From an optimization exercise on the open Yosys and OpenROAD flow, aimed at small area, a short achievable clock period and few clock cycles; shortcuts taken in it are not production practice. Only simulation tests tie the RTL to the original design; equivalence was not proved. Power is estimated from default activity; no workload was simulated.

==> job 1698: inputs <==
// stripe_engine
module stripe_engine (
  input  wire        clk,
  input  wire        rst,
  input  wire        cmd_valid,
  output wire        cmd_ready,
  input  wire [5:0]  cmd_k,
  input  wire [1:0]  cmd_m,
  input  wire [34:0] cmd_lost,
  input  wire [9:0]  cmd_cols,
  input  wire        in_valid,
  output wire        in_ready,
  input  wire [31:0] in_data,
  output wire        out_valid,
  input  wire        out_ready,
  output wire [31:0] out_data,
  output wire [5:0]  out_member,
  output wire        out_last
);
Settings: LEC_CHECK=0, ABC_CLOCK_PERIOD_IN_PS=2000, CAP_MARGIN=50, CORE_MARGIN=2, CORE_UTILIZATION=70, CTS_BUF_LIST=sky130_fd_sc_hd__clkbuf_8 sky130_fd_sc_hd__clkbuf_16, CTS_CLUSTER_DIAMETER=80, CTS_CLUSTER_SIZE=30, SETUP_SLACK_MARGIN=5, SLEW_MARGIN=50; clock period 10.0 ns.
standard.sh (not shown) runs the stock make flow with config.mk's settings and CLKGATE_MAP_FILE= SYNTH_SCRIPT=/design/flow/synth_recipe.tcl, a recipe that flattens the netlist after the stock synthesis.
==> flow/flow/run.sh <==
#!/bin/bash
set -euo pipefail
bash standard.sh "BUFFER_PORTS_ARGS=-buffer_cell sky130_fd_sc_hd__buf_2" finish > orfs_make.log 2>&1
==> inputs of job 9249, as changes to job 1698 <==
--- a/flow/design.v
+++ b/flow/design.v
@@ -98,19 +98,19 @@
   reg         sfu;              
   reg  [2:0]  used;             
   reg         first;            
   reg  [4:0]  l0, l1, l2;       
   reg  [1:0]  ecnt;             
-  reg  [4:0]  zd01, zd02, zd12;  
   reg         scf, scpf;        
   reg  [31:0] A0, A1, A2;
   reg         op_v;
   reg  [1:0]  op_dst;
   reg         op_wr, op_emit, op_last;
   reg  [5:0]  op_mem;
   reg  [7:0]  mc_r;             
   reg  [2:0]  op_src;           
+  reg  [2:0]  op_wd;            
   reg         op_one, op_acc;
   reg  [2:0]  ms_r;
   reg         macc_r, mxin_r;
   reg         elast;            
   reg         pe0;              
@@ -275,21 +275,24 @@
   wire [OPW-1:0] dcur = dec(ed, ei, ptodo, ej, e, ra, rb, dlen, {1'b0, klast} + 6'd1, l0, l1, l2);
   wire [OPW-1:0] dnxt = dec(s_ed, s_ei, s_pt, s_ej, e, ra, rb, dlen, {1'b0, klast} + 6'd1, l0, l1, l2);
   wire [3:0] dlen_n = (e_n == 2'd1) ? 4'd1 : (e_n == 2'd2) ? ((ra == 2'd0 && rb == 2'd1) ? 4'd4 : 4'd5) : 4'd12;
   wire [OPW-1:0] dst0 = dec(z_ed, 4'd0, z_pt, z_ej, e_n, ra, rb, dlen_n, {1'b0, klast} + 6'd1, l0, l1, l2);
   wire [4:0] cq   = (sp_q == 2'd0) ? l0 : (sp_q == 2'd1) ? l1 : (sp_q == 2'd2) ? l2 : klast;
-  wire [4:0] czd  = (sp_q == 2'd0) ? zd01 : (sp_q == 2'd1) ? zd02 : zd12;
+  wire [4:0] cda  = (sp_q == 2'd2) ? l1 : l0;
+  wire [4:0] cdb  = (sp_q == 2'd0) ? l1 : l2;
+  wire [4:0] czd  = cdb - cda;
   wire [7:0] cpn  = (sp_f == 2'd0) ? gpos(cq) : gneg(cq);
   wire [7:0] cval = (sp_f == 2'd3) ? 8'h01 : (sp_f == 2'd2) ? zinv(czd) : sp_sq ? gsq(cpn) : cpn;
   wire [7:0] yk   = gpos(klast);
   wire [7:0] ycoef = (np == 2'd2) ? gsq(yk) : yk;
   wire [31:0] m_a    = ({32{ms_r[0]}} & A0) | ({32{ms_r[1]}} & A1) | ({32{ms_r[2]}} & A2);
   wire [7:0]  m_c    = mc_r;
   wire [31:0] m_d    = (op_dst == 2'd0) ? A0 : (op_dst == 2'd1) ? A1 : A2;
   wire [31:0] m_x    = gmul4(m_a, m_c) ^ (macc_r ? m_d : 32'h0) ^ (mxin_r ? in_data : 32'h0);
-  wire        op_go  = op_v && (!op_emit || out_free);
-  wire        op_w   = op_go && op_wr;
+  wire        op_hold = op_emit && ov;
+  wire        op_go  = op_v && (!op_hold || out_ready);
+  wire [2:0]  op_wgo = {3{op_v}} & op_wd & {3{!op_hold || out_ready}};
   wire        load   = start || (op_go && !op_last);
   wire        wload  = adv && !op_v && !lastpos && has_np && (ald || inpar);   
   wire        opv_n   = load || (op_v && !op_go);
   wire        ov_n    = (op_go && op_emit) || sc || (ov && !out_ready);
   wire        pe0_n   = start ? (e == 2'd0) : pe0;
@@ -397,10 +400,11 @@
       ecnt <= e_n;
     end
     if (load) begin
       {op_dst, op_wr, op_acc, op_emit, op_one, op_mem, op_last} <= dcur[OPW-3:5];
       op_src <= bitof(dcur[OPW-1:OPW-2]);
+      op_wd  <= dcur[OPW-5] ? bitof(dcur[OPW-3:OPW-4]) : 3'b000;
       if (dcur[5]) begin
         ed <= z_ed; ei <= 4'd0; ptodo <= z_pt; ej <= z_ej;
         {sp_f, sp_q, sp_sq} <= dst0[4:0];
       end else begin
         ed <= s_ed; ei <= s_ei; ptodo <= s_pt; ej <= s_ej;
@@ -416,37 +420,34 @@
       elast <= lastcol;
       pe0   <= (e == 2'd0);
     end
     scf    <= wsc;
     scpf   <= adv ? wscp_a : wscp_c;
-    zd01   <= l1 - l0;
-    zd02   <= l2 - l0;
-    zd12   <= l2 - l1;
     ms_r   <= ms_n;
     macc_r <= macc_n;
     mxin_r <= mxin_n;
     if (load)
       mc_r <= cval;
     else if (wload)
       mc_r <= ycoef;
-    if (op_w && op_dst == 2'd0)
+    if (op_wgo[0])
       A0 <= m_x;
     else if (cons || bub && pok_r) begin
       if (!inpar)
         A0 <= p0 ? hd : A0 ^ hd;
       else if (sfu && ps == 2'd0)
         A0 <= A0 ^ in_data;
     end
-    if (op_w && op_dst == 2'd1)
+    if (op_wgo[1])
       A1 <= m_x;
     else if ((cons || bub && pok_r) && !p0) begin
       if (!inpar)
         A1 <= h1(p1 ? A0 : A1) ^ hd;
       else if (sfu && ps == 2'd1)
         A1 <= m_x;
     end
-    if (op_w && op_dst == 2'd2)
+    if (op_wgo[2])
       A2 <= m_x;
     else if ((cons || bub && pok_r) && !p0) begin
       if (!inpar)
         A2 <= h2(p1 ? A0 : A2) ^ hd;
       else if (sfu && ps == 2'd2)
Settings changed: ABC_AREA set to 1, CAP_MARGIN 50 to 65, CTS_CLUSTER_DIAMETER 80 to 50, CTS_CLUSTER_SIZE 30 to 15, SLEW_MARGIN 50 to 65.
==> inputs of job 9412, as changes to job 1698 <==
==> flow/flow/run.sh (replaced) <==
#!/bin/bash
set -euo pipefail
bash standard.sh "BUFFER_PORTS_ARGS=-buffer_cell sky130_fd_sc_hd__buf_4" finish > orfs_make.log 2>&1
Settings changed: CORE_UTILIZATION 70 to 75, CTS_BUF_LIST sky130_fd_sc_hd__clkbuf_8 sky130_fd_sc_hd__clkbuf_16 to sky130_fd_sc_hd__clkbuf_4 sky130_fd_sc_hd__clkbuf_8, CTS_CLUSTER_DIAMETER 80 to unset, CTS_CLUSTER_SIZE 30 to unset.
==> comparison table <==
metric                                                                  job 1698                 job 9249                 job 9412
Status                                                   complete, no violations  complete, no violations  complete, no violations
Final layout net count                                                      3347                     3700                     3377
Clock network power                                                     0.961 mW                  1.16 mW                  1.17 mW
Die width                                                               197.8 um                 192.3 um                 191.2 um
Seq group                                                                1.54 mW                  1.81 mW                  1.55 mW
Leakage power summed over all cells                                     10.80 nW                 12.16 nW                 11.10 nW
Met3 track utilization from global routing                                10.10%                   13.28%                   12.15%
Total routing resource utilization after global routing                   41.05%                   44.09%                   45.18%
Core Footprint                                                     0.03679 sq mm            0.03471 sq mm            0.03454 sq mm
XOR/XNOR share of the synthesized area                                    16.10%                   16.30%                   16.10%
Launching element type of the critical path                             register               input port                 register
Global Route met2 Usage                                                   63.45%                   67.56%                   69.80%
Clock net sink count                                                         302                      289                      302
Share of total power in sequential cells                                   43.1%                    24.5%                    40.6%
Layout cells sized above 1                                                9.950%                   8.651%                   11.34%
Met3 wire length                                                        10.55 mm                 12.75 mm                 12.65 mm
Launch point of the critical path                                        sp_q[0]                out_ready                  sp_q[0]
Flip-flop and latch share of the layout cell area                         30.58%                   30.75%                   30.00%
Endpoint of the lowest-slack register-to-register path                   mc_r[4]                  mc_r[2]                  mc_r[4]
Testbench counts of job 1698, summed over its fixed seeds: cycles 148,484.
Testbench counts of job 9249, summed over its fixed seeds: cycles 148,484.
Testbench counts of job 9412, summed over its fixed seeds: cycles 148,484.

==> what the ideal ports hide <==
The results above use ideal ports. As a check the final layouts listed here were re-extracted and re-timed, cells and wires unchanged. Step 1 assumes that a clkbuf_16 drives the clock port and a buf_2 every other input. Step 2, shift: input delay + t, output delay - t, t = (earliest + latest rising clock arrival at the registers) / 2. This alone moves slack from input paths to output paths. Slacks: no drivers / after step 1 / after step 2; pairs: no drivers / after step 1.
run | t (ns) | setup WS [ns] | cell pins on the clock port's net
job 1698 | 0.623 | 5.769 / 5.769 / 5.345 | 1
job 9249 | 0.665 | 6.073 / 6.107 / 5.441 | 1
job 9412 | 0.706 | 5.831 / 5.831 / 5.474 | 1
After both steps every run listed still meets setup and hold. The setup slack of job 9249, which loses most, moves by +0.034 ns with the drivers and by -0.632 ns with both steps.
